What follows belongs to an exercise in optimizing a design on an open flow for a short achievable clock period and few clock cycles per item; a production flow would make more cautious choices.
The RTL was checked by simulation tests, not by an equivalence proof against the original design.
Power and IR drop assume default switching activity.

== before ==
Design flw_dec, start of the top module:
module flw_dec (
    input  wire        clk,
    input  wire        rst,
    input  wire        in_valid,
    input  wire [7:0]  in_data,
    input  wire        in_last,
    output wire        in_ready,
    output reg         out_valid,
    output reg  [7:0]  out_data,
    output reg         done,
    output reg         res_ok,
    output reg  [3:0]  res_cause,
    output reg  [31:0] res_pos,
    output reg  [31:0] res_orig,
    output reg         mem_wr_en,
    output reg  [15:0] mem_wr_addr,
    output reg  [7:0]  mem_wr_data,
    output reg         mem_rd_en,
    output reg  [15:0] mem_rd_addr,
    input  wire [7:0]  mem_rd_data
);
export LEC_CHECK = 0
export ABC_CLOCK_PERIOD_IN_PS = 3000
export CAP_MARGIN = 20
export CORE_MARGIN = 2
export CORE_UTILIZATION = 60
export GPL_TIMING_DRIVEN = 1
export PLACE_DENSITY = 0.7
export SETUP_SLACK_MARGIN = 5
export SLEW_MARGIN = 20
create_clock -name core_clock -period 12.0 [get_ports {clk}]
standard.sh (not shown) runs the stock make flow with config.mk's settings and CLKGATE_MAP_FILE= SYNTH_SCRIPT=/design/flow/synth_recipe.tcl, a recipe that flattens the netlist after the stock synthesis.
==> flow/flow/run.sh <==
#!/bin/bash
set -euo pipefail
bash standard.sh SETUP_SLACK_MARGIN=8.6 finish > standard.log 2>&1
before ran to completion and came out clean on the timing, design-rule and antenna checks.
Testbench counts of before, summed over its fixed seeds: cycles 223,495, bytes 222,265.
The following lists how after was set up differently from before:
-- flow/design.v --
<<< before, line 143
    wire       t_gt_o  = or_hi0 && (tL > oroom[2:0]);
    wire       t_eq_o  = or_hi0 && (tL == oroom[2:0]);
    wire       l_gt_r  = lreg > {5'd0, body_rem};
    wire       l_eq_r  = lreg == {5'd0, body_rem};
    wire       l_gt_o  = lreg > {5'd0, oroom};
    wire       l_eq_o  = lreg == {5'd0, oroom};
    wire [15:0] dm1      = {b, mdist_lo};              
    wire        sched_sm = (sched_hi == 16'd0) && !sched_c;
    wire        dist_bad = (sched_sm && dm1 >= sched_lo) ||
                           ((dm1 & wmask) != 16'd0);
    wire [16:0] len_dist = {12'd0, mf} + 17'd3;
    wire        m_gt_o   = lreg > {5'd0, oroom};
    wire        m_ne_o   = lreg != {5'd0, oroom};
    wire [16:0] m_sp     = {1'b0, sched_lo} + {1'b0, lreg[15:0]};
    reg        pack_ok;       
>>> after, line 143
    wire       t_gt_o  = or_hi0 && (tL > oroom[2:0]);
    wire       t_eq_o  = or_hi0 && (tL == oroom[2:0]);
    wire [21:0] lx     = {1'b0, vint_n} + 22'd7;
    wire [21:0] lx1    = {1'b0, vint_n} + 22'd8;
    reg         l_gt_r, l_eq_r, l_gt_o, l_eq_o;
    wire [15:0] dm1      = {b, mdist_lo};              
    wire        sched_sm = (sched_hi == 16'd0) && !sched_c;
    reg         lo_ge, lo_wm;
    wire        dist_bad = (sched_sm && (b > sched_lo[15:8] ||
                                         (b == sched_lo[15:8] && lo_ge))) ||
                           lo_wm || ((b & wmask[15:8]) != 8'd0);
    wire [16:0] len_dist = {12'd0, mf} + 17'd3;
    wire [21:0] mx       = {1'b0, vint_n} + 22'd34;
    reg         m_gt_o, m_ne_o;
    reg  [15:0] lm1_q;        
    wire [16:0] m_sp     = {1'b0, sched_lo} + {1'b0, lreg[15:0]};
    reg        pack_ok;       
<<< before, line 368
                    go(S_LEXT, bl, spos_n);
                else begin
                    lreg      <= {1'b0, vint_n} + 22'd7;
                    pend_last <= bl;
                    state     <= S_LCHK;
>>> after, line 370
                    go(S_LEXT, bl, spos_n);
                else begin
                    lreg      <= lx;
                    l_gt_r    <= lx >= {5'd0, body_rem};      
                    l_eq_r    <= lx1 == {5'd0, body_rem};
                    l_gt_o    <= lx > {5'd0, oroom};
                    l_eq_o    <= lx == {5'd0, oroom};
                    pend_last <= bl;
                    state     <= S_LCHK;
<<< before, line 375
            S_LCHK: if (q_room)
                lit_known(l_gt_r, l_eq_r, l_gt_o, l_eq_o, lreg[16:0],
                          lreg == 22'd0, lreg == 22'd1, mf != 5'd0,
                          tokpos, pend_last, spos);
            S_LIT: if (take) begin
>>> after, line 381
            S_LCHK: if (q_room)
                lit_known(l_gt_r, l_eq_r, l_gt_o, l_eq_o, lreg[16:0],
                          1'b0, 1'b0, mf != 5'd0,
                          tokpos, pend_last, spos);
            S_LIT: if (take) begin
<<< before, line 401
                if (idx == 4'd0) begin
                    mdist_lo <= b;
                    go(S_DIST, bl, spos_n);
                end else begin
>>> after, line 407
                if (idx == 4'd0) begin
                    mdist_lo <= b;
                    lo_ge    <= b >= sched_lo[7:0];
                    lo_wm    <= (b & wmask[7:0]) != 8'd0;
                    go(S_DIST, bl, spos_n);
                end else begin
<<< before, line 428
                    go(S_MEXT, bl, spos_n);
                else begin
                    lreg      <= {1'b0, vint_n} + 22'd34;
                    pend_last <= bl;
                    state     <= S_MCHK;
>>> after, line 436
                    go(S_MEXT, bl, spos_n);
                else begin
                    lreg      <= mx;
                    m_gt_o    <= mx > {5'd0, oroom};
                    lm1_q     <= vint_n[15:0] + 16'd33;
                    m_ne_o    <= mx != {5'd0, oroom};
                    pend_last <= bl;
                    state     <= S_MCHK;
<<< before, line 439
                    finish(4'd8, spos);
                else
                    match_ok(mdm1_q, lreg[15:0] - 16'd1, m_sp | {lreg[16], 16'd0},
                             oroom - lreg[16:0], br0);
            end
>>> after, line 450
                    finish(4'd8, spos);
                else
                    match_ok(mdm1_q, lm1_q, m_sp | {lreg[16], 16'd0},
                             oroom - lreg[16:0], br0);
            end
## What came out
after vs before — final area climbed by a few percent. Delta (after minus before): share of the clock period used by the worst path after layout decreased by 2.9 points relative to the old numbers; routed wire length increased by 11000 µm relative to the old numbers. Going from before to after, cell area after technology mapping went up by about 1.6%, power went up by 3.2%, area growth from synthesis to layout went up by 3.7 points, part of the power in registers went down by 1.1 points, simple-gate area share of the yosys netlist went down by 0.33 points. Relative to before, hold slack increased by 0.027 ns in after. after and before ended up with roughly the same sequential cell power. On pin count of the biggest net entering global routing: between before and after, it ends up higher for before. Minimum period implied by the final worst setup slack in after is 0.34 ns below before. [compare] base=before new=after: number of well-tap cells placed has increased, global router's overall resource usage increased 0.29 points.
Testbench counts of after, summed over its fixed seeds: cycles 223,495, bytes 222,265.

-- re-timing with driven ports --
In the flow no input, the clock included, has a driving cell. The finished layouts below were timed again as built, in two steps. Step 1, drivers: a clkbuf_16 drives clk and a buf_2 each remaining input, both assumed. Step 2 also shifts input and output timing later by t, the mid clock arrival at the registers, as if the neighbouring blocks saw the same clock. Slacks: ideal / step 1 / step 2; pairs: ideal / step 1.
| run | t, ns | setup WS [ns] | hold slack, ns | worst data-port slew with drivers (ns) | cell pins on the clock port's net |
|---|---|---|---|---|---|
| before | 0.899 | 7.977 / 7.977 / 7.209 | 0.346 / 0.346 / 0.346 | 0.07 | 1 |
| after | 0.901 | 8.321 / 8.240 / 7.564 | 0.374 / 0.374 / 0.374 | 0.14 | 1 |
After both steps every run listed still meets setup and hold. The setup slack of before, which loses most, moves by 0.000 ns with the drivers and by -0.768 ns with both steps.
